From an optimization exercise on the open Yosys and OpenROAD flow, aimed at small area, a short achievable clock period and few clock cycles per item; shortcuts taken in it are not production practice. Function was checked by simulation only, so behaviour that the tests miss may differ from the original.

// aes_core
module aes_core (
    input  wire         clk,
    input  wire         rst,          
    input  wire         key_load,     
    input  wire         key_len256,   
    input  wire [255:0] key_in,
    input  wire         start,        
    input  wire         decrypt,      
    input  wire [127:0] din,
    output wire         ready,
    output reg          done,         
    output wire [127:0] dout
);
    localparam integer SW = 18;       
    localparam integer KW = 18;       
    function automatic [7:0] xtime(input [7:0] b);
        xtime = {b[6:0], 1'b0} ^ (b[7] ? 8'h1b : 8'h00);
    endfunction
    function automatic [31:0] mix_col_k(input [31:0] c, input [31:0] k);
        reg [7:0] a0, a1, a2, a3, t;
        begin
            a0 = c[31:24]; a1 = c[23:16]; a2 = c[15:8]; a3 = c[7:0];
            t = a0 ^ a1 ^ a2 ^ a3;
            mix_col_k[31:24] = (a0 ^ k[31:24]) ^ t ^ xtime(a0 ^ a1);
  ...
==> flow/config.mk <==
export PLATFORM = sky130hd
export DESIGN_NAME = aes_core
export DESIGN_NICKNAME = aes_core
export VERILOG_FILES = /design/flow/design.v
export SDC_FILE = /design/flow/constraint.sdc
export NUM_CORES = 8
export LEC_CHECK = 0
export CAP_MARGIN = 20
export CORE_MARGIN = 2
export CORE_UTILIZATION = 50
export SLEW_MARGIN = 20
==> flow/constraint.sdc <==
create_clock -name core_clock -period 12.0 [get_ports {clk}]
set_input_delay 2.4000 -clock core_clock [delete_from_list [all_inputs] [get_ports {clk}]]
set_output_delay 2.4000 -clock core_clock [all_outputs]
set_load 0.01 [all_outputs]
standard.sh (not shown) runs the stock make flow with config.mk's settings and CLKGATE_MAP_FILE= SYNTH_SCRIPT=/design/flow/synth_recipe.tcl, a recipe that flattens the netlist after the stock synthesis.
==> flow/flow/run.sh <==
#!/bin/bash
# Layout flow: the standard flow (standard synthesis, floorplan, placement,
# CTS, routing) unchanged, except that timing repair aims for a setup slack of
# SETUP_SLACK_MARGIN ns (from flow/margin) instead of 0 against the 12 ns clock,
# so that the tools size and buffer the design for a shorter period.
set -euo pipefail
MARGIN=$(cat flow/margin)
echo "setup margin $MARGIN" > run.log
bash standard.sh SETUP_SLACK_MARGIN="$MARGIN" finish > standard.log 2>&1
echo "done" >> run.log
==> flow/flow/margin <==
8
The baseline ran to the end with no violations.
Testbench counts at the start, summed over its fixed seeds: cycles 10,301, blocks 768.
==> next run, changes <==
--- a/flow/flow/run.sh
+++ b/flow/flow/run.sh
@@ -7,4 +7,4 @@
 MARGIN=$(cat flow/margin)
 echo "setup margin $MARGIN" > run.log
-bash standard.sh SETUP_SLACK_MARGIN="$MARGIN" finish > standard.log 2>&1
+bash standard.sh SETUP_SLACK_MARGIN="$MARGIN" RECOVER_POWER=50 finish > standard.log 2>&1
 echo "done" >> run.log
Settings changed: CAP_MARGIN 20 to 30, SLEW_MARGIN 20 to 30.
The changed run finished but fails on capacitance limit, slew limit.
Die area does not change.
Routed wire length hardly moves.
Core utilization falls by 0.31 points.
Fmax goes down by well over a third.
Global-route usage is about the same.
Setup slack degrades by 3.4 ns.
==> next run, changes <==
--- a/flow/flow/run.sh
+++ b/flow/flow/run.sh
@@ -7,4 +7,4 @@
 MARGIN=$(cat flow/margin)
 echo "setup margin $MARGIN" > run.log
-bash standard.sh SETUP_SLACK_MARGIN="$MARGIN" RECOVER_POWER=50 finish > standard.log 2>&1
+bash standard.sh SETUP_SLACK_MARGIN="$MARGIN" finish > standard.log 2>&1
 echo "done" >> run.log
Settings changed: TNS_END_PERCENT from default to 10.
Now the flow finished clean.
First-iteration DRC count rises by 4.6%.
Final area came out lower by 2.5%.
Die area is unchanged.
Wire length rises by 0.86%.
==> next run, changes <==
Settings changed: GPL_ROUTABILITY_DRIVEN from default to 0, TNS_END_PERCENT 10 to default.
The changed run produced a clean layout. Die area is unchanged. Design area goes up slightly. First-iteration DRC count goes up by a few percent. Core utilization goes up by 1.1 points. Non-clock buffer count goes up by 124.

aes_core again, from the RTL that the note above started with.
// aes_core
module aes_core (
    input  wire         clk,
    input  wire         rst,          
    input  wire         key_load,     
    input  wire         key_len256,   
    input  wire [255:0] key_in,
    input  wire         start,        
    input  wire         decrypt,      
    input  wire [127:0] din,
    output wire         ready,
    output reg          done,         
    output wire [127:0] dout
);
    localparam integer SW = 18;       
    localparam integer KW = 18;       
    function automatic [7:0] xtime(input [7:0] b);
        xtime = {b[6:0], 1'b0} ^ (b[7] ? 8'h1b : 8'h00);
    endfunction
    function automatic [31:0] mix_col_k(input [31:0] c, input [31:0] k);
        reg [7:0] a0, a1, a2, a3, t;
        begin
            a0 = c[31:24]; a1 = c[23:16]; a2 = c[15:8]; a3 = c[7:0];
            t = a0 ^ a1 ^ a2 ^ a3;
            mix_col_k[31:24] = (a0 ^ k[31:24]) ^ t ^ xtime(a0 ^ a1);
            mix_col_k[23:16] = (a1 ^ k[23:16]) ^ t ^ xtime(a1 ^ a2);
            mix_col_k[15:8]  = (a2 ^ k[15:8])  ^ t ^ xtime(a2 ^ a3);
            mix_col_k[7:0]   = (a3 ^ k[7:0])   ^ t ^ xtime(a3 ^ a0);
        end
    endfunction
    function automatic [31:0] pre_inv(input [31:0] c);
        reg [7:0] a0, a1, a2, a3, u, v;
        begin
            a0 = c[31:24]; a1 = c[23:16]; a2 = c[15:8]; a3 = c[7:0];
            u = xtime(xtime(a0 ^ a2));
            v = xtime(xtime(a1 ^ a3));
            pre_inv = {a0 ^ u, a1 ^ v, a2 ^ u, a3 ^ v};
        end
    endfunction
    function automatic [7:0] rcon_of(input [3:0] i);
        case (i)
            4'd1:    rcon_of = 8'h01;
            4'd2:    rcon_of = 8'h02;
            4'd3:    rcon_of = 8'h04;
            4'd4:    rcon_of = 8'h08;
            4'd5:    rcon_of = 8'h10;
  ...
==> flow/config.mk <==
export PLATFORM = sky130hd
export DESIGN_NAME = aes_core
export DESIGN_NICKNAME = aes_core
export VERILOG_FILES = /design/flow/design.v
export SDC_FILE = /design/flow/constraint.sdc
export NUM_CORES = 8
export LEC_CHECK = 0
export CAP_MARGIN = 30
export CORE_MARGIN = 2
export CORE_UTILIZATION = 50
export CTS_CLUSTER_DIAMETER = 60
export CTS_CLUSTER_SIZE = 30
export GPL_ROUTABILITY_DRIVEN = 0
export SLEW_MARGIN = 30
==> flow/constraint.sdc <==
create_clock -name core_clock -period 12.0 [get_ports {clk}]
set_input_delay 2.4000 -clock core_clock [delete_from_list [all_inputs] [get_ports {clk}]]
set_output_delay 2.4000 -clock core_clock [all_outputs]
set_load 0.01 [all_outputs]
==> flow/flow/run.sh <==
#!/bin/bash
# Layout flow: the standard flow (standard synthesis, floorplan, placement,
# CTS, routing) unchanged, except that timing repair aims for a setup slack of
# SETUP_SLACK_MARGIN ns (from flow/margin) instead of 0 against the 12 ns clock,
# so that the tools size and buffer the design for a shorter period.
set -euo pipefail
MARGIN=$(cat flow/margin)
echo "setup margin $MARGIN" > run.log
bash standard.sh SETUP_SLACK_MARGIN="$MARGIN" finish > standard.log 2>&1
echo "done" >> run.log
Scripts as last shown in full above: flow/flow/margin
Testbench counts at the start, summed over its fixed seeds: cycles 10,301, blocks 768.
Rerun with:
--- a/flow/config.mk
+++ b/flow/config.mk
@@ -10,4 +10,4 @@
 export CORE_UTILIZATION = 50
-export CTS_CLUSTER_DIAMETER = 60
-export CTS_CLUSTER_SIZE = 30
+export CTS_CLUSTER_DIAMETER = 50
+export CTS_CLUSTER_SIZE = 40
 export GPL_ROUTABILITY_DRIVEN = 0
- The new run completed without violations
- register-to-register slack is worse by 30 ps
- core utilization rises by 1.3 points
- clock skew went up by 7.4 ps
Rerun with:
--- a/flow/config.mk
+++ b/flow/config.mk
@@ -10,5 +10,4 @@
 export CORE_UTILIZATION = 50
-export CTS_CLUSTER_DIAMETER = 50
-export CTS_CLUSTER_SIZE = 40
 export GPL_ROUTABILITY_DRIVEN = 0
+export PLACE_DENSITY = 0.65
 export SLEW_MARGIN = 30
The new run went through all stages and came out clean.
Clock-buffer cell count is higher by 49.
Wire length is lower slightly.
Global-route usage is lower by 0.90 points.
Rerun with:
--- a/flow/config.mk
+++ b/flow/config.mk
@@ -10,4 +10,2 @@
 export CORE_UTILIZATION = 50
-export GPL_ROUTABILITY_DRIVEN = 0
-export PLACE_DENSITY = 0.65
 export SLEW_MARGIN = 30
Outcome: Synthesized cell count does not change. Worst setup slack gets better by 190 ps. Worst hold slack is about the same. Cell count barely changes.
Rerun with:
==> flow/flow/margin (replaced) <==
9
--- a/flow/config.mk
+++ b/flow/config.mk
@@ -11 +11,2 @@
 export SLEW_MARGIN = 30
+export TNS_END_PERCENT = 10
Worst setup slack degrades by 170 ps.
Core utilization goes up by 2.9 points.
Clock-buffer cell count rises by 10.
First-iteration DRC count came out higher by 6.4%.
Routed wire length rises by 5.2%.
Design area increases by 4.6%.
Global-route usage is higher by 1.3 points.
Synthesized area is unchanged.
Register-to-register slack loses 170 ps.
Maximum frequency went down by 3.9%.
Rerun with:
==> flow/flow/margin (replaced) <==
8
--- a/flow/config.mk
+++ b/flow/config.mk
@@ -11,2 +11,2 @@
 export SLEW_MARGIN = 30
-export TNS_END_PERCENT = 10
+export TNS_END_PERCENT = 40
After rerunning:
- final cell count is lower by 2.1%
- area after synthesis stays the same
- cell area came out lower by 4.3%

## re-timing with driven ports
How much do the figures lean on ideal ports? The routed layouts below were timed once more, with nothing changed but the port constraints.
Step 1 assumes that a clkbuf_16 drives the clock port and a buf_2 every other input.
Step 2 times the ports against the registers' clock, not the clock port: input delays grow and output delays shrink by t, the midpoint of the rising clock arrivals with the driver on.
Slacks: ideal / step 1 / step 2; pairs: ideal / step 1.
| run | t (ns) | setup WS [ns] | worst setup path at the end | worst data-port slew with drivers (ns) | cell pins on the clock port's net |
|---|---|---|---|---|---|
| the first run of note 1 | 0.936 | 7.783 / 7.783 / 7.102 | input to register | 0.13 | 1 |
| the second run of note 1 | 0.963 | 4.390 / 4.390 / 4.183 | input to register | 0.12 | 1 |
| the third run of note 1 | 0.952 | 7.613 / 7.613 / 6.940 | input to register | 0.19 | 1 |
| the fourth run of note 1 | 0.961 | 7.843 / 7.843 / 7.066 | input to register | 0.19 | 1 |
| the first run of note 2 | 0.948 | 7.796 / 7.796 / 7.124 | input to register | 0.20 | 1 |
| the second run of note 2 | 0.976 | 7.763 / 7.763 / 6.917 | input to register | 0.20 | 1 |
| the third run of note 2 | 0.970 | 7.612 / 7.612 / 7.024 | input to register | 0.16 | 1 |
| the fourth run of note 2 | 0.962 | 7.803 / 7.803 / 7.148 | input to register | 0.12 | 1 |
| the fifth run of note 2 | 0.960 | 7.634 / 7.634 / 6.970 | input to register | 0.19 | 1 |
| the sixth run of note 2 | 0.952 | 7.782 / 7.711 / 6.891 | input to register | 0.18 | 1 |
The setup slack of the sixth run of note 2, which loses most, moves by -0.071 ns with the drivers and by -0.891 ns with both steps.
